Context: an optimization exercise on an open-source flow, tuned for small area and a short achievable clock period. The choices shown serve that exercise and are no tape-out recipe.
Only simulation tests tie the RTL to the original design; equivalence was not proved.
Power figures rest on the tool's default switching activity, not on a simulated workload.

==> flow/design.v <==
module cor_acc (
    input  wire        clk,
    input  wire        clr,        
    input  wire        neg,        
    input  wire signed [10:0] y,
    output reg  signed [23:0] acc,
    output wire        sat         
);
    wire [23:0] base = clr ? 24'd0 : acc;
    wire [10:0] op   = y ^ {11{neg}};
    wire [11:0] lo   = {1'b0, base[10:0]} + {1'b0, op} + {11'd0, neg};
    wire [12:0] hp   = base[23:11] + 13'd1;
    wire [12:0] hm   = base[23:11] - 13'd1;
    wire        up   = lo[11] & ~op[10];
    wire        dn   = ~lo[11] & op[10];
    wire [12:0] hi   = up ? hp : dn ? hm : base[23:11];
    wire ovf = (up & ~base[23] & hp[12]) | (dn & base[23] & ~hm[12]);
    assign sat = ovf;
    always @(posedge clk)
        acc <= ovf ? {base[23], {23{~base[23]}}} : {hi, lo[10:0]};
endmodule
module cor_codegen (
    input  wire        clk,
    input  wire        restart,      
    input  wire        adv,          
    input  wire        epoch,        
    input  wire [26:0] g1_taps,
    input  wire [26:0] g1_init,
    input  wire [26:0] h1,
    input  wire [26:0] g2_taps,
    input  wire [26:0] g2_init,
    input  wire [26:0] h2,
    input  wire [15:0] g1_rst,
    input  wire [15:0] g2_rst,
    input  wire        sec_on,       
    input  wire [4:0]  slen_m1,      
    input  wire [31:0] sdat,
    input  wire [4:0]  sidx_init,
    output wire        chip,         
    output reg  [4:0]  sidx          
);
    reg [26:0] g1, g2;
    reg [15:0] k1, k2;               
    wire out1 = |(g1 & h1);
    wire out2 = |(g2 & h2);
    wire sec  = sec_on & sdat[sidx];
    assign chip = out1 ^ out2 ^ sec;
    wire fb1 = ^(g1 & g1_taps);
    wire fb2 = ^(g2 & g2_taps);
    wire ret1 = (g1_rst != 16'd0) && (k1 == 16'd1);
    wire ret2 = (g2_rst != 16'd0) && (k2 == 16'd1);
    wire [4:0] sidx_next = (!sec_on || sidx == slen_m1) ? 5'd0 : sidx + 5'd1;
    always @(posedge clk) begin
        if (restart) begin
            g1   <= g1_init;
            g2   <= g2_init;
            k1   <= g1_rst;
            k2   <= g2_rst;
            sidx <= sidx_init;
        end else if (adv) begin
            if (epoch) begin
                g1   <= g1_init;
                g2   <= g2_init;
                k1   <= g1_rst;
                k2   <= g2_rst;
                sidx <= sidx_next;
            end else begin
                g1 <= ret1 ? g1_init : {g1[25:0], fb1};
                k1 <= ret1 ? g1_rst  : k1 - 16'd1;
                g2 <= ret2 ? g2_init : {g2[25:0], fb2};
                k2 <= ret2 ? g2_rst  : k2 - 16'd1;
            end
        end
    end
endmodule
module cor_hightap (
    input  wire [26:0] taps,
    output wire [26:0] h
);
    wire [26:0] above;               
    assign above[26] = 1'b0;
    genvar k;
    generate
        for (k = 25; k >= 0; k = k - 1) begin : g_sm
            assign above[k] = above[k+1] | taps[k+1];
        end
    endgenerate
    assign h = taps & ~above;
endmodule
module cor_replica (
    input  wire [3:0]  z4,
    input  wire        sin,        
    input  wire        cos,        
    output wire        s           
);
    assign s = (sin & z4[3]) | (cos & ~(z4[3] ^ z4[2]));
endmodule
module cor_slot (
    input  wire         clk,
    input  wire         rst,           
    input  wire         cfg_we,
    input  wire [4:0]   cfg_addr,
    input  wire [31:0]  cfg_wdata,
    input  wire         start,
    input  wire         s_valid,
    input  wire [3:0]   s_i,
    input  wire [3:0]   s_q,
    input  wire         s_flag,
    output reg          dump_valid,
    output wire [15:0]  dump_seq,
    output wire         dump_sat,
    output wire [31:0]  dump_nflag,
    output wire [31:0]  dump_nsamp,
    output wire [47:0]  dump_carr,
    output wire [10:0]  dump_sidx,
    output wire [223:0] dump_tap_i,    
    output wire [223:0] dump_tap_q
);
    reg        i_rst, i_start, i_we, i_sv, i_sf;
    reg [4:0]  i_addr;
    reg [31:0] i_wd;
    reg [3:0]  i_si, i_sq;
    always @(posedge clk) begin
        i_rst   <= rst;
        i_start <= start;
        i_we    <= cfg_we;
        i_addr  <= cfg_addr;
        i_wd    <= cfg_wdata;
        i_sv    <= s_valid;
        i_si    <= s_i;
        i_sq    <= s_q;
        i_sf    <= s_flag;
    end
    reg [6:0]  r_ndump;
    reg [31:0] r_carr_rate, r_carr_frac, r_code_rate, r_code_frac;
    reg [15:0] r_carr_int, r_seq;
    reg [4:0]  r_sidx_a, r_sidx_b;
    reg [5:0]  r_sp1, r_sp2;
    reg [8:0]  r_nzlag;        
    reg        r_on_a, r_on_b;         
    reg        r_sin_a, r_sin_b;       
    reg        r_cos_a, r_cos_b;       
    reg [3:0]  r_h_a, r_h_b;           
    reg [23:0] r_len;
    reg [26:0] r_a_g1t, r_a_g1i, r_a_g2t, r_a_g2i;
    reg [26:0] r_b_g1t, r_b_g1i, r_b_g2t, r_b_g2i;
    reg [15:0] r_a_g1r, r_a_g2r, r_b_g1r, r_b_g2r;
    reg        r_son_a, r_son_b;       
    reg [4:0]  r_slm1_a, r_slm1_b;     
    reg [31:0] r_sdat_a, r_sdat_b;
    wire       kind_w  = (i_wd[1:0] == 2'd1);
    wire       sin_w   = (i_wd[4:2] == 3'd1);
    wire       cos_w   = (i_wd[4:2] == 3'd2);
    wire       son_w   = (i_wd[10:0] >= 11'd2);
    wire [4:0] slm1_w  = i_wd[4:0] - 5'd1;
    wire [8:0] nzlag_w = 9'd4 + ((i_wd[23:16] == 8'd0) ? 9'd128 : {1'b0, i_wd[23:16]});
    always @(posedge clk) begin
        if (i_we) begin
            case (i_addr)
                5'd0:  r_ndump <= i_wd[30:24];
                5'd1:  r_carr_rate <= i_wd;
                5'd2:  r_carr_frac <= i_wd;
                5'd3:  begin r_carr_int <= i_wd[15:0]; r_seq <= i_wd[31:16]; end
                5'd4:  r_code_rate <= i_wd;
                5'd5:  r_code_frac <= i_wd;
                5'd6:  begin r_sidx_a <= i_wd[4:0]; r_sidx_b <= i_wd[20:16]; end
                5'd7:  begin r_sp1 <= i_wd[5:0]; r_sp2 <= i_wd[13:8]; r_nzlag <= nzlag_w; end
                5'd8:  begin r_on_a <= kind_w; r_sin_a <= sin_w; r_cos_a <= cos_w; r_h_a <= i_wd[9:6]; end
                5'd9:  r_len <= i_wd[23:0];
                5'd10: r_a_g1t <= i_wd[26:0];
                5'd11: r_a_g1i <= i_wd[26:0];
                5'd12: r_a_g2t <= i_wd[26:0];
                5'd13: r_a_g2i <= i_wd[26:0];
                5'd14: begin r_a_g1r <= i_wd[15:0]; r_a_g2r <= i_wd[31:16]; end
                5'd15: begin r_on_b <= kind_w; r_sin_b <= sin_w; r_cos_b <= cos_w; r_h_b <= i_wd[9:6]; end
                5'd16: r_b_g1t <= i_wd[26:0];
                5'd17: r_b_g1i <= i_wd[26:0];
                5'd18: r_b_g2t <= i_wd[26:0];
                5'd19: r_b_g2i <= i_wd[26:0];
                5'd20: begin r_b_g1r <= i_wd[15:0]; r_b_g2r <= i_wd[31:16]; end
                5'd21: begin r_son_a <= son_w; r_slm1_a <= slm1_w; end
                5'd22: r_sdat_a <= i_wd;
                5'd23: begin r_son_b <= son_w; r_slm1_b <= slm1_w; end
                5'd24: r_sdat_b <= i_wd;
                default: ;
            endcase
        end
    end
    reg         running;       
    reg         acc_on;        
    reg [31:0]  carr_rate, code_rate;    
    reg [47:0]  theta;         
    reg [31:0]  code_frac;     
    reg [23:0]  pleft;         
    reg         pl1, pl5;      
    reg [6:0]   dleft;         
    reg         dl1;           
    reg [15:0]  seq;
    reg [47:0]  carr_rec;      
    reg [7:0]   hist_a;        
    reg [8:0]   nz_wait;       
    reg         nz_on;         
    reg [23:0]  nz_left;       
    reg         nz_ep;         
    reg [3:0]   hist_b;        
    wire take = running && i_sv && !i_start;
    wire [32:0] code_sum = {1'b0, code_frac} + {1'b0, code_rate};
    wire        adv      = take && code_sum[32];
    wire        pepoch   = adv && pl1;
    wire        gepoch   = pl5;
    wire        dump     = pepoch && acc_on && dl1;
    wire        acc_en   = take && acc_on;
    wire [47:0] theta_next = theta + {{16{carr_rate[31]}}, carr_rate};
    wire        chip_a, chip_b, chip_n;
    wire [4:0]  sidx_a, sidx_b, sidx_n;
    wire [26:0] h_a1, h_a2, h_b1, h_b2;
    cor_hightap u_ht_a1 (.taps(r_a_g1t), .h(h_a1));
    cor_hightap u_ht_a2 (.taps(r_a_g2t), .h(h_a2));
    cor_hightap u_ht_b1 (.taps(r_b_g1t), .h(h_b1));
    cor_hightap u_ht_b2 (.taps(r_b_g2t), .h(h_b2));
    cor_codegen u_gen_a (
        .clk(clk), .restart(i_start), .adv(adv), .epoch(gepoch),
        .g1_taps(r_a_g1t), .g1_init(r_a_g1i), .h1(h_a1),
        .g2_taps(r_a_g2t), .g2_init(r_a_g2i), .h2(h_a2), .g1_rst(r_a_g1r), .g2_rst(r_a_g2r),
        .sec_on(r_son_a), .slen_m1(r_slm1_a), .sdat(r_sdat_a), .sidx_init(r_sidx_a),
        .chip(chip_a), .sidx(sidx_a)
    );
    cor_codegen u_gen_b (
        .clk(clk), .restart(i_start), .adv(adv), .epoch(gepoch),
        .g1_taps(r_b_g1t), .g1_init(r_b_g1i), .h1(h_b1),
        .g2_taps(r_b_g2t), .g2_init(r_b_g2i), .h2(h_b2), .g1_rst(r_b_g1r), .g2_rst(r_b_g2r),
        .sec_on(r_son_b), .slen_m1(r_slm1_b), .sdat(r_sdat_b), .sidx_init(r_sidx_b),
        .chip(chip_b), .sidx(sidx_b)
    );
    wire nz_adv = adv && nz_on;
    cor_codegen u_gen_n (
        .clk(clk), .restart(i_start), .adv(nz_adv), .epoch(nz_ep),
        .g1_taps(r_a_g1t), .g1_init(r_a_g1i), .h1(h_a1),
        .g2_taps(r_a_g2t), .g2_init(r_a_g2i), .h2(h_a2), .g1_rst(r_a_g1r), .g2_rst(r_a_g2r),
        .sec_on(r_son_a), .slen_m1(r_slm1_a), .sdat(r_sdat_a), .sidx_init(r_sidx_a),
        .chip(chip_n), .sidx(sidx_n)
    );
    wire [8:0]   chips_a = {hist_a, chip_a};
    wire [4:0]   chips_b = {hist_b, chip_b};
    wire [6:0] ph_ve = {3'b000, code_frac[31:28]} + {1'b0, r_sp2};
    wire [6:0] ph_e  = {3'b000, code_frac[31:28]} + {1'b0, r_sp1};
    wire [6:0] ph_l  = {3'b000, code_frac[31:28]} - {1'b0, r_sp1};
    wire [6:0] ph_vl = {3'b000, code_frac[31:28]} - {1'b0, r_sp2};
    wire [3:0] j_ve = 4'd4 - {1'b0, ph_ve[6:4]};
    wire [3:0] j_e  = 4'd4 - {1'b0, ph_e[6:4]};
    wire [3:0] j_l  = 4'd4 - {ph_l[6],  ph_l[6:4]};
    wire [3:0] j_vl = 4'd4 - {ph_vl[6], ph_vl[6:4]};
    wire [6:0] tap_chip;
    assign tap_chip[0] = chips_a[j_ve];
    assign tap_chip[1] = chips_a[j_e];
    assign tap_chip[2] = chips_a[4];
    assign tap_chip[3] = chips_a[j_l];
    assign tap_chip[4] = chips_a[j_vl];
    assign tap_chip[5] = chips_b[4];
    assign tap_chip[6] = nz_on & chip_n;
    wire [31:0] za = code_frac * {28'd0, r_h_a};
    wire [31:0] zb = code_frac * {28'd0, r_h_b};
    always @(posedge clk) begin
        if (i_rst) begin
            running <= 1'b0;
            acc_on  <= 1'b0;
        end else if (i_start) begin
            running   <= 1'b1;
            acc_on    <= 1'b0;
            carr_rate <= r_carr_rate;
            code_rate <= r_code_rate;
            theta     <= {r_carr_int, r_carr_frac};
            code_frac <= r_code_frac;
            pleft     <= 24'd4;
            pl1       <= 1'b0;
            pl5       <= 1'b0;
            seq       <= r_seq;
            hist_a    <= 8'd0;
            nz_wait   <= r_nzlag;
            nz_on     <= 1'b0;
            nz_left   <= r_len;
            nz_ep     <= 1'b0;
            hist_b    <= 4'd0;
        end else if (take) begin
            theta     <= theta_next;
            code_frac <= code_sum[31:0];
            if (adv) begin
                pleft  <= pl1 ? r_len : pleft - 24'd1;
                pl1    <= (pleft == 24'd2);
                pl5    <= (pleft == 24'd6);
                hist_a <= {hist_a[6:0], chip_a};
                if (!nz_on) begin
                    nz_wait <= nz_wait - 9'd1;
                    nz_on   <= (nz_wait == 9'd1);
                end else begin
                    nz_left <= nz_ep ? r_len : nz_left - 24'd1;
                    nz_ep   <= (nz_left == 24'd2);
                end
                hist_b <= {hist_b[2:0], chip_b};
            end
            if (pepoch) begin
                carr_rate <= r_carr_rate;
                code_rate <= r_code_rate;
                acc_on    <= 1'b1;
                dleft     <= (!acc_on || dl1) ? r_ndump : dleft - 7'd1;
                dl1       <= (!acc_on || dl1) ? (r_ndump == 7'd1) : (dleft == 7'd2);
            end
            if (dump) begin
                seq      <= seq + 16'd1;
                carr_rec <= theta_next;
            end
        end
    end
    reg         m_en, m_flag, m_dump;
    reg [5:0]   m_k6;          
    reg [3:0]   m_si, m_sq;
    reg [6:0]   m_chip;        
    reg [3:0]   m_za, m_zb;
    always @(posedge clk) begin
        m_en   <= acc_en && !i_rst;
        m_dump <= dump && !i_rst;
        m_flag <= i_sf;
        m_k6   <= theta[31:26];
        m_si   <= i_si;
        m_sq   <= i_sq;
        m_chip <= tap_chip;
        m_za   <= za[31:28];
        m_zb   <= zb[31:28];
    end
    function [8:0] mul_c;
        input [6:0] a;
        begin
            case (a)
                7'd0: mul_c = 9'd31;
                7'd1: mul_c = 9'd31;
                7'd2: mul_c = 9'd30;
                7'd3: mul_c = 9'd29;
                7'd4: mul_c = 9'd28;
                7'd5: mul_c = 9'd27;
                7'd6: mul_c = 9'd25;
                7'd7: mul_c = 9'd23;
                7'd8: mul_c = 9'd21;
                7'd9: mul_c = 9'd18;
                7'd10: mul_c = 9'd16;
                7'd11: mul_c = 9'd13;
                7'd12: mul_c = 9'd10;
                7'd13: mul_c = 9'd8;
                7'd14: mul_c = 9'd5;
                7'd15: mul_c = 9'd2;
                7'd16: mul_c = 9'd93;
                7'd17: mul_c = 9'd93;
                7'd18: mul_c = 9'd90;
                7'd19: mul_c = 9'd87;
                7'd20: mul_c = 9'd84;
                7'd21: mul_c = 9'd81;
                7'd22: mul_c = 9'd75;
                7'd23: mul_c = 9'd69;
                7'd24: mul_c = 9'd63;
                7'd25: mul_c = 9'd54;
                7'd26: mul_c = 9'd48;
                7'd27: mul_c = 9'd39;
                7'd28: mul_c = 9'd30;
                7'd29: mul_c = 9'd24;
                7'd30: mul_c = 9'd15;
                7'd31: mul_c = 9'd6;
                7'd32: mul_c = 9'd155;
                7'd33: mul_c = 9'd155;
                7'd34: mul_c = 9'd150;
                7'd35: mul_c = 9'd145;
                7'd36: mul_c = 9'd140;
                7'd37: mul_c = 9'd135;
                7'd38: mul_c = 9'd125;
                7'd39: mul_c = 9'd115;
                7'd40: mul_c = 9'd105;
                7'd41: mul_c = 9'd90;
                7'd42: mul_c = 9'd80;
                7'd43: mul_c = 9'd65;
                7'd44: mul_c = 9'd50;
                7'd45: mul_c = 9'd40;
                7'd46: mul_c = 9'd25;
                7'd47: mul_c = 9'd10;
                7'd48: mul_c = 9'd217;
                7'd49: mul_c = 9'd217;
                7'd50: mul_c = 9'd210;
                7'd51: mul_c = 9'd203;
                7'd52: mul_c = 9'd196;
                7'd53: mul_c = 9'd189;
                7'd54: mul_c = 9'd175;
                7'd55: mul_c = 9'd161;
                7'd56: mul_c = 9'd147;
                7'd57: mul_c = 9'd126;
                7'd58: mul_c = 9'd112;
                7'd59: mul_c = 9'd91;
                7'd60: mul_c = 9'd70;
                7'd61: mul_c = 9'd56;
                7'd62: mul_c = 9'd35;
                7'd63: mul_c = 9'd14;
                7'd64: mul_c = 9'd279;
                7'd65: mul_c = 9'd279;
                7'd66: mul_c = 9'd270;
                7'd67: mul_c = 9'd261;
                7'd68: mul_c = 9'd252;
                7'd69: mul_c = 9'd243;
                7'd70: mul_c = 9'd225;
                7'd71: mul_c = 9'd207;
                7'd72: mul_c = 9'd189;
                7'd73: mul_c = 9'd162;
                7'd74: mul_c = 9'd144;
                7'd75: mul_c = 9'd117;
                7'd76: mul_c = 9'd90;
                7'd77: mul_c = 9'd72;
                7'd78: mul_c = 9'd45;
                7'd79: mul_c = 9'd18;
                7'd80: mul_c = 9'd341;
                7'd81: mul_c = 9'd341;
                7'd82: mul_c = 9'd330;
                7'd83: mul_c = 9'd319;
                7'd84: mul_c = 9'd308;
                7'd85: mul_c = 9'd297;
                7'd86: mul_c = 9'd275;
                7'd87: mul_c = 9'd253;
                7'd88: mul_c = 9'd231;
                7'd89: mul_c = 9'd198;
                7'd90: mul_c = 9'd176;
                7'd91: mul_c = 9'd143;
                7'd92: mul_c = 9'd110;
                7'd93: mul_c = 9'd88;
                7'd94: mul_c = 9'd55;
                7'd95: mul_c = 9'd22;
                7'd96: mul_c = 9'd403;
                7'd97: mul_c = 9'd403;
                7'd98: mul_c = 9'd390;
                7'd99: mul_c = 9'd377;
                7'd100: mul_c = 9'd364;
                7'd101: mul_c = 9'd351;
                7'd102: mul_c = 9'd325;
                7'd103: mul_c = 9'd299;
                7'd104: mul_c = 9'd273;
                7'd105: mul_c = 9'd234;
                7'd106: mul_c = 9'd208;
                7'd107: mul_c = 9'd169;
                7'd108: mul_c = 9'd130;
                7'd109: mul_c = 9'd104;
                7'd110: mul_c = 9'd65;
                7'd111: mul_c = 9'd26;
                7'd112: mul_c = 9'd465;
                7'd113: mul_c = 9'd465;
                7'd114: mul_c = 9'd450;
                7'd115: mul_c = 9'd435;
                7'd116: mul_c = 9'd420;
                7'd117: mul_c = 9'd405;
                7'd118: mul_c = 9'd375;
                7'd119: mul_c = 9'd345;
                7'd120: mul_c = 9'd315;
                7'd121: mul_c = 9'd270;
                7'd122: mul_c = 9'd240;
                7'd123: mul_c = 9'd195;
                7'd124: mul_c = 9'd150;
                7'd125: mul_c = 9'd120;
                7'd126: mul_c = 9'd75;
                7'd127: mul_c = 9'd30;
                default: mul_c = 9'd0;
            endcase
        end
    endfunction
    function [8:0] mul_s;
        input [6:0] a;
        begin
            case (a)
                7'd0: mul_s = 9'd2;
                7'd1: mul_s = 9'd5;
                7'd2: mul_s = 9'd8;
                7'd3: mul_s = 9'd10;
                7'd4: mul_s = 9'd13;
                7'd5: mul_s = 9'd16;
                7'd6: mul_s = 9'd18;
                7'd7: mul_s = 9'd21;
                7'd8: mul_s = 9'd23;
                7'd9: mul_s = 9'd25;
                7'd10: mul_s = 9'd27;
                7'd11: mul_s = 9'd28;
                7'd12: mul_s = 9'd29;
                7'd13: mul_s = 9'd30;
                7'd14: mul_s = 9'd31;
                7'd15: mul_s = 9'd31;
                7'd16: mul_s = 9'd6;
                7'd17: mul_s = 9'd15;
                7'd18: mul_s = 9'd24;
                7'd19: mul_s = 9'd30;
                7'd20: mul_s = 9'd39;
                7'd21: mul_s = 9'd48;
                7'd22: mul_s = 9'd54;
                7'd23: mul_s = 9'd63;
                7'd24: mul_s = 9'd69;
                7'd25: mul_s = 9'd75;
                7'd26: mul_s = 9'd81;
                7'd27: mul_s = 9'd84;
                7'd28: mul_s = 9'd87;
                7'd29: mul_s = 9'd90;
                7'd30: mul_s = 9'd93;
                7'd31: mul_s = 9'd93;
                7'd32: mul_s = 9'd10;
                7'd33: mul_s = 9'd25;
                7'd34: mul_s = 9'd40;
                7'd35: mul_s = 9'd50;
                7'd36: mul_s = 9'd65;
                7'd37: mul_s = 9'd80;
                7'd38: mul_s = 9'd90;
                7'd39: mul_s = 9'd105;
                7'd40: mul_s = 9'd115;
                7'd41: mul_s = 9'd125;
                7'd42: mul_s = 9'd135;
                7'd43: mul_s = 9'd140;
                7'd44: mul_s = 9'd145;
                7'd45: mul_s = 9'd150;
                7'd46: mul_s = 9'd155;
                7'd47: mul_s = 9'd155;
                7'd48: mul_s = 9'd14;
                7'd49: mul_s = 9'd35;
                7'd50: mul_s = 9'd56;
                7'd51: mul_s = 9'd70;
                7'd52: mul_s = 9'd91;
                7'd53: mul_s = 9'd112;
                7'd54: mul_s = 9'd126;
                7'd55: mul_s = 9'd147;
                7'd56: mul_s = 9'd161;
                7'd57: mul_s = 9'd175;
                7'd58: mul_s = 9'd189;
                7'd59: mul_s = 9'd196;
                7'd60: mul_s = 9'd203;
                7'd61: mul_s = 9'd210;
                7'd62: mul_s = 9'd217;
                7'd63: mul_s = 9'd217;
                7'd64: mul_s = 9'd18;
                7'd65: mul_s = 9'd45;
                7'd66: mul_s = 9'd72;
                7'd67: mul_s = 9'd90;
                7'd68: mul_s = 9'd117;
                7'd69: mul_s = 9'd144;
                7'd70: mul_s = 9'd162;
                7'd71: mul_s = 9'd189;
                7'd72: mul_s = 9'd207;
                7'd73: mul_s = 9'd225;
                7'd74: mul_s = 9'd243;
                7'd75: mul_s = 9'd252;
                7'd76: mul_s = 9'd261;
                7'd77: mul_s = 9'd270;
                7'd78: mul_s = 9'd279;
                7'd79: mul_s = 9'd279;
                7'd80: mul_s = 9'd22;
                7'd81: mul_s = 9'd55;
                7'd82: mul_s = 9'd88;
                7'd83: mul_s = 9'd110;
                7'd84: mul_s = 9'd143;
                7'd85: mul_s = 9'd176;
                7'd86: mul_s = 9'd198;
                7'd87: mul_s = 9'd231;
                7'd88: mul_s = 9'd253;
                7'd89: mul_s = 9'd275;
                7'd90: mul_s = 9'd297;
                7'd91: mul_s = 9'd308;
                7'd92: mul_s = 9'd319;
                7'd93: mul_s = 9'd330;
                7'd94: mul_s = 9'd341;
                7'd95: mul_s = 9'd341;
                7'd96: mul_s = 9'd26;
                7'd97: mul_s = 9'd65;
                7'd98: mul_s = 9'd104;
                7'd99: mul_s = 9'd130;
                7'd100: mul_s = 9'd169;
                7'd101: mul_s = 9'd208;
                7'd102: mul_s = 9'd234;
                7'd103: mul_s = 9'd273;
                7'd104: mul_s = 9'd299;
                7'd105: mul_s = 9'd325;
                7'd106: mul_s = 9'd351;
                7'd107: mul_s = 9'd364;
                7'd108: mul_s = 9'd377;
                7'd109: mul_s = 9'd390;
                7'd110: mul_s = 9'd403;
                7'd111: mul_s = 9'd403;
                7'd112: mul_s = 9'd30;
                7'd113: mul_s = 9'd75;
                7'd114: mul_s = 9'd120;
                7'd115: mul_s = 9'd150;
                7'd116: mul_s = 9'd195;
                7'd117: mul_s = 9'd240;
                7'd118: mul_s = 9'd270;
                7'd119: mul_s = 9'd315;
                7'd120: mul_s = 9'd345;
                7'd121: mul_s = 9'd375;
                7'd122: mul_s = 9'd405;
                7'd123: mul_s = 9'd420;
                7'd124: mul_s = 9'd435;
                7'd125: mul_s = 9'd450;
                7'd126: mul_s = 9'd465;
                7'd127: mul_s = 9'd465;
                default: mul_s = 9'd0;
            endcase
        end
    endfunction
    wire [3:0] r4  = m_k6[3:0];
    wire       swp = m_k6[4];
    wire [2:0] mi  = swp ? m_sq[2:0] : m_si[2:0];     
    wire [2:0] mq  = swp ? m_si[2:0] : m_sq[2:0];
    wire       ni  = swp ? (m_sq[3] ^ m_k6[5]) : (m_si[3] ^ m_k6[5]);     
    wire       nq  = swp ? (~m_si[3] ^ m_k6[5]) : (m_sq[3] ^ m_k6[5]);
    wire [8:0] p1 = mul_c({mi, r4});    
    wire [8:0] p2 = mul_s({mq, r4});    
    wire [8:0] p3 = mul_c({mq, r4});    
    wire [8:0] p4 = mul_s({mi, r4});    
    wire        e  = ni ^ nq;
    wire [10:0] ui = {2'b0, p1} + ({2'b0, p2} ^ {11{e}}) + {10'd0, e};
    wire [10:0] uq = {2'b0, p3} + ({2'b0, p4} ^ {11{~e}}) + {10'd0, ~e};
    reg  [3:0]  sh1, sh2;
    wire [7:0]  sh1_w = r_sp1[3:0] * r_h_a;
    wire [7:0]  sh2_w = r_sp2[3:0] * r_h_a;
    always @(posedge clk) begin
        sh1 <= sh1_w[3:0];
        sh2 <= sh2_w[3:0];
    end
    wire [3:0] tap_z [0:6];
    assign tap_z[0] = m_za + sh2;
    assign tap_z[1] = m_za + sh1;
    assign tap_z[2] = m_za;
    assign tap_z[3] = m_za - sh1;
    assign tap_z[4] = m_za - sh2;
    assign tap_z[5] = m_zb;
    assign tap_z[6] = m_za;
    wire [6:0] tap_neg;
    genvar t;
    generate
        for (t = 0; t < 7; t = t + 1) begin : g_rep
            wire s;
            cor_replica u_rep (.z4(tap_z[t]), .sin(t == 5 ? r_sin_b : r_sin_a),
                               .cos(t == 5 ? r_cos_b : r_cos_a), .s(s));
            assign tap_neg[t] = m_chip[t] ^ s;
        end
    endgenerate
    reg               b_en, b_flag, b_dump;
    reg signed [10:0] b_yi_a, b_yq_a, b_yi_b, b_yq_b;
    reg [6:0]         b_negi, b_negq;
    wire              add_a = m_en && !i_rst && !m_flag && r_on_a;
    wire              add_b = m_en && !i_rst && !m_flag && r_on_b;
    always @(posedge clk) begin
        b_en   <= m_en && !i_rst;
        b_dump <= m_dump && !i_rst && !i_start;
        b_flag <= m_flag;
        b_yi_a <= add_a ? ui : 11'd0;
        b_yq_a <= add_a ? uq : 11'd0;
        b_yi_b <= add_b ? ui : 11'd0;
        b_yq_b <= add_b ? uq : 11'd0;
        b_negi <= tap_neg ^ {7{ni}};
        b_negq <= tap_neg ^ {7{nq}};
    end
    reg         clr;           
    reg         sat_any;
    reg [31:0]  nflag, nsamp;
    wire [13:0] sat_now;
    wire [23:0] acc_i [0:6];
    wire [23:0] acc_q [0:6];
    generate
        for (t = 0; t < 7; t = t + 1) begin : g_tap
            cor_acc u_acc_i (
                .clk(clk), .clr(clr), .neg(b_negi[t]), .y(t == 5 ? b_yi_b : b_yi_a),
                .acc(acc_i[t]), .sat(sat_now[2*t])
            );
            cor_acc u_acc_q (
                .clk(clk), .clr(clr), .neg(b_negq[t]), .y(t == 5 ? b_yq_b : b_yq_a),
                .acc(acc_q[t]), .sat(sat_now[2*t+1])
            );
            assign dump_tap_i[32*t +: 32] = {{8{acc_i[t][23]}}, acc_i[t]};
            assign dump_tap_q[32*t +: 32] = {{8{acc_q[t][23]}}, acc_q[t]};
        end
    endgenerate
    wire [31:0] nflag_base = clr ? 32'd0 : nflag;
    wire [31:0] nsamp_base = clr ? 32'd0 : nsamp;
    always @(posedge clk) begin
        clr        <= b_dump || i_start;
        dump_valid <= b_dump && !i_start && !i_rst && !rst;
        sat_any    <= (!clr && sat_any) || (sat_now != 14'd0);
        nsamp      <= nsamp_base + {31'd0, b_en};
        nflag      <= nflag_base + {31'd0, b_en && b_flag && (nflag_base != 32'hffff_ffff)};
    end
    assign dump_seq   = seq;
    assign dump_sat   = sat_any;
    assign dump_nflag = nflag;
    assign dump_nsamp = nsamp;
    assign dump_carr  = carr_rec;
    assign dump_sidx  = {6'd0, sidx_a};
endmodule
==> flow/flow/run.sh <==
#!/bin/bash
# The standard layout (standard.sh: ORFS synthesis to finish), with:
# - timing repair after CTS and after global routing aiming at 8 ns of setup
#   slack instead of 0, so that it shortens the paths below the 12 ns clock;
# - ports buffered with sky130_fd_sc_hd__buf_2 cells;
# - sizing free to change a cell's footprint.
# The ORFS logs stay under orfs/logs; standard.sh's own output goes to
# standard.log.
set -uo pipefail
export SETUP_SLACK_MARGIN=8
export BUFFER_PORTS_ARGS="-buffer_cell sky130_fd_sc_hd__buf_2"
bash standard.sh MATCH_CELL_FOOTPRINT=0 finish > standard.log 2>&1
==> flow/standard.sh <==
#!/bin/bash
# synth_recipe.tcl (not shown) runs the flow's synth.tcl, then flattens the netlist and writes it again
# the make line also repeats each setting of config.mk as NAME=value (left out here)
make -C /OpenROAD-flow-scripts/flow DESIGN_CONFIG=/design/flow/config.mk WORK_HOME=/design/flow/orfs CLKGATE_MAP_FILE= SYNTH_SCRIPT=/design/flow/synth_recipe.tcl "${@:-finish}"
==> flow/config.mk <==
export PLATFORM = sky130hd
export DESIGN_NAME = cor_slot
export DESIGN_NICKNAME = cor_slot
export VERILOG_FILES = /design/flow/design.v
export SDC_FILE = /design/flow/constraint.sdc
export NUM_CORES = 4
export LEC_CHECK = 0
export CAP_MARGIN = 20
export CORE_MARGIN = 2
export CORE_UTILIZATION = 65
export PLACE_DENSITY = 0.8
export SLEW_MARGIN = 20
==> flow/constraint.sdc <==
create_clock -name core_clock -period 12.0 [get_ports {clk}]
set_input_delay 2.4000 -clock core_clock [delete_from_list [all_inputs] [get_ports {clk}]]
set_output_delay 2.4000 -clock core_clock [all_outputs]
set_load 0.01 [all_outputs]
==> flow_metrics.py <==
metrics = {
    "outcome": {
        "outcome": "finished clean",
    },
    "clock_network": {
        "path_clk_slew_ns": 0.06,
        "cts_buffer_depth": 3,
        "cts.hold.buffers_added": 0,
        "numCtsBuffers": 176,
        "insertion_delay_ns": 0.85,
        "cts_root_buffer": "clkbuf_16",
        "cts_tree": "yes",
        "cts_num_sinks": 1708,
        "htree_levels": 4,
    },
    "critical_path": {
        "r2r-end": "m_chip[0]",
        "end_kind": "output pin",
        "worstPathCellList": "buf_2",
        "critPathMaxFanout": 3,
        "path_delay_family": "flip-flops",
        "setup.worst_path.start_class": "register",
        "cp.arrival_ns": 1.58,
        "reg2reg_slack_ns": 8.05,
        "path_class": "reg -> out",
        "slowest_delay_ns": 0.54,
        "worst-path-stages": 1,
        "r2r_cells": 9,
        "slowest_stage": "dfxtp_1",
        "regToRegStartpoint": "r_a_g2t[26]",
        "worstSetupStartpoint": "nflag[28]",
        "cp.buffers_inverters": 1,
        "crit_end": "dump_nflag[28]",
        "required_ns": 9.60,
    },
    "die": {
        "core_sq_mm": 0.147,
        "die_y_um": 388,
        "initial_core_util_pct": 65.2,
        "core.rowCount": 141,
        "dieArea_sq_mm": 0.151,
        "ios": 640,
        "fp.dieW_um": 388,
    },
    "global_route": {
        "grt_start_max_net_pins": 169,
        "antenna_found_initial": 13,
        "overflow": 0,
        "grt_pass1_vias": 73400,
        "grt_usage_pct": 37.3,
        "grt_pass1_wl_mm": 436,
    },
    "power": {
        "power_uw": 22000,
        "p_leak_uw": 0.0431,
        "irDropWorstVdd_mv": 0.152,
        "power.density_mw_per_mm2": 203,
    },
    "yosys": {
        "synth.distinct_cells": 101,
        "synth_seq_cells": 1708,
        "ys.flop_type": "edfxtp_1",
        "seq_area_frac_synth_pct": 47.6,
        "synth_edf_count": 1154,
        "netlist_instances": 9450,
        "yosys_warnings": 3,
        "syn-cell-area_sq_mm": 0.0961,
        "synth_area_per_cell_sq_um": 10.2,
        "async_reset_ff_share_pct": 0,
    },
    "routing": {
        "first_iter_violations": 8285,
        "wl_mm": 292,
        "vias": 76900,
        "viasPerCell": 6.38,
        "drt_first_pass_iters": 10,
        "wl_per_cell_um": 24.2,
        "post-route-drc-count": 0,
        "ant_nets": 0,
    },
    "sta": {
        "drv_slew": 0,
        "fin_crit_ns": 3.98,
        "finalSetupTns_ns": 0,
        "period_share_pct": 33.2,
        "finClkSkew_ns": 0.0741,
        "max_slew_margin_pct": 20.0,
        "setup_viol": 0,
        "tightest_slew_ns": 1.20,
        "hold_slack_ns": 0.325,
        "max_freq_ghz": 0.251,
        "rsz0062_at_grt": "yes",
        "final_hold_viol_count": 0,
    },
    "finish": {
        "utilization_pct": 73.5,
        "area_delta_synth_final_pct": 12.7,
        "drive_gt1_share_pct": 16.4,
        "layout.nets": 10500,
        "nFillCells": 10100,
        "layout.cells.non_filler": 12100,
    },
    "place": {
        "gp_congestion": 0.976,
        "hpwl_mm": 195,
        "post-place-cells": 11600,
        "io_buffers": 633,
    },
    "hold_path": {
        "hold_depth": 0,
        "worstHoldPathType": "reg -> reg",
    },
    "flow_run": {
        "cap_violations": 0,
    },
}
## stage by stage
| stage | cell area (sq um) | setup slack, ns |
|---|---|---|
| floorplan | 96200 | 7.22 |
| CTS | 107000 | 7.82 |
| detailed placement | 100000 | 6.79 |
| global placement | 100000 | 6.81 |
| global route | 108000 | 7.89 |
| finish | 108000 | 8.02 |
## cell type report
class | instances | area (sq um) | area share, %
Timing Repair Buffer | 840 | 5280 | 4.88
Antenna cell | 7 | 17.5 | 0.0162
Clock buffer | 242 | 4980 | 4.60
Sequential cell | 1708 | 45900 | 42.4
Clock inverter | 86 | 1010 | 0.938
Tap cell | 1930 | 2410 | 2.23
Multi-Input combinational cell | 6878 | 47300 | 43.7
Inverter | 363 | 1390 | 1.28
Timing Repair inverter | 1 | 5.00 | 0.00462
## logic make-up (layout without fill, tap and decap cells)
family,after synthesis,count (layout),share of synthesized area (%)
AND/OR/NAND/NOR,3153,3160,15.7
AO/OA/AOI/OAI,1982,1983,12.7
flip-flops,1708,1708,47.6
XOR/XNOR,885,885,8.09
buffers and inverters,877,1532,3.97
adder cells (fa/ha/maj),530,530,7.91
multiplexers,314,314,3.99
other,1,13,0.00390
## how the worst min path moves through the flow
stage             from       to  slack (ns)
3_3_place_gp   i_si[3]  m_si[3]        0.31
4_1_cts        i_sq[0]  m_sq[0]        0.33
2_1_floorplan     i_sf   m_flag        0.31
3_5_place_dp      i_sf   m_flag        0.31
5_1_grt        i_si[2]  m_si[2]        0.33
6_report       i_sq[0]  m_sq[0]        0.33
## cell usage in the layout, fill, tap and decap left out, drive strengths merged, types with 60 or more instances in the layout
| cell type | synthesis | routed |
|---|---|---|
| nand4 | 70 | 71 |
| nor2b | 295 | 295 |
| o21ai | 653 | 653 |
| clkinv | 3 | 60 |
| nand2b | 81 | 81 |
| mux2i | 68 | 68 |
| dfxtp | 554 | 554 |
| nor3 | 211 | 211 |
| nor2 | 658 | 658 |
| a31oi | 66 | 66 |
| a21o | 126 | 127 |
| o211ai | 62 | 62 |
| nor4 | 111 | 111 |
| fa | 130 | 130 |
| nand3 | 213 | 214 |
| and3 | 76 | 76 |
| mux2 | 212 | 212 |
| xnor2 | 533 | 533 |
| nand2 | 1100 | 1100 |
| edfxtp | 1154 | 1154 |
| inv | 360 | 361 |
| ha | 396 | 396 |
| xor2 | 352 | 352 |
| or3 | 68 | 68 |
| a21oi | 544 | 544 |
| o21a | 73 | 73 |
| clkbuf | 300 | 259 |
| buf | 214 | 823 |
| and2 | 112 | 114 |
## flip-flops by register name (all words and copies together) (netlist names), 48 cells and up
| name | cells |
|---|---|
| g_tap.u_acc_q.acc | 168 |
| theta | 48 |
| carr_rec | 48 |
| g_tap.u_acc_i.acc | 168 |
## synth_stat cells (211+ instances only)
cell      number  area share [%]
o21ai_0      649             3.4
nor2b_1      295             1.9
mux2_2       211             2.5
inv_1        359             1.4
nand2_1     1100             4.3
ha_1         396             5.2
clkbuf_1     299             1.2
nor2_1       658             2.6
xnor2_1      530             4.8
nand3_1      211             1.1
edfxtp_1    1154              36
xor2_1       352             3.2
dfxtp_1      554              12
a21oi_1      544             2.8
## repair_timing
action,in CTS,in global routing
resized for setup,149,113
gates cloned,14,8
buffers inserted,47,51
pin swaps,7,17
endpoints found under the setup margin,888,663
## where the power goes
| part | internal (uW) | switching [uW] |
|---|---|---|
| combinational | 3400 | 4760 |
| clock | 3270 | 2410 |
| sequential | 7130 | 1060 |
## metal layers
layer  track usage (%)  part of all wire [%]  vias to the layer above
li1                  -                     -                    34700
met1              46.8                    37                    37100
met2              60.1                    46                     4147
met3              7.32                   9.5                      946
met4              22.4                   7.0                        0
met5                 0                     0                        -

## what the ideal ports hide
Ports are ideal in the flow. The routed layout listed here was re-timed in OpenROAD.
Step 1 sets driving cells, clkbuf_16 on the clock port and buf_2 on the other inputs (assumed; they add their load-dependent delay and slew).
Step 2, shift: input delay + t, output delay - t, t = (earliest + latest rising clock arrival at the registers) / 2. This alone moves slack from input paths to output paths.
Slacks: no drivers / after step 1 / after step 2; pairs: no drivers / after step 1.
shift t [ns]: 0.899
setup WS [ns]: 8.019 / 7.934 / 8.054
worst data-port slew with drivers (ns): 0.14
After both steps setup and hold are still met in this run. For this run, drivers alone change the setup slack by -0.085 ns; drivers and shift together by +0.035 ns.
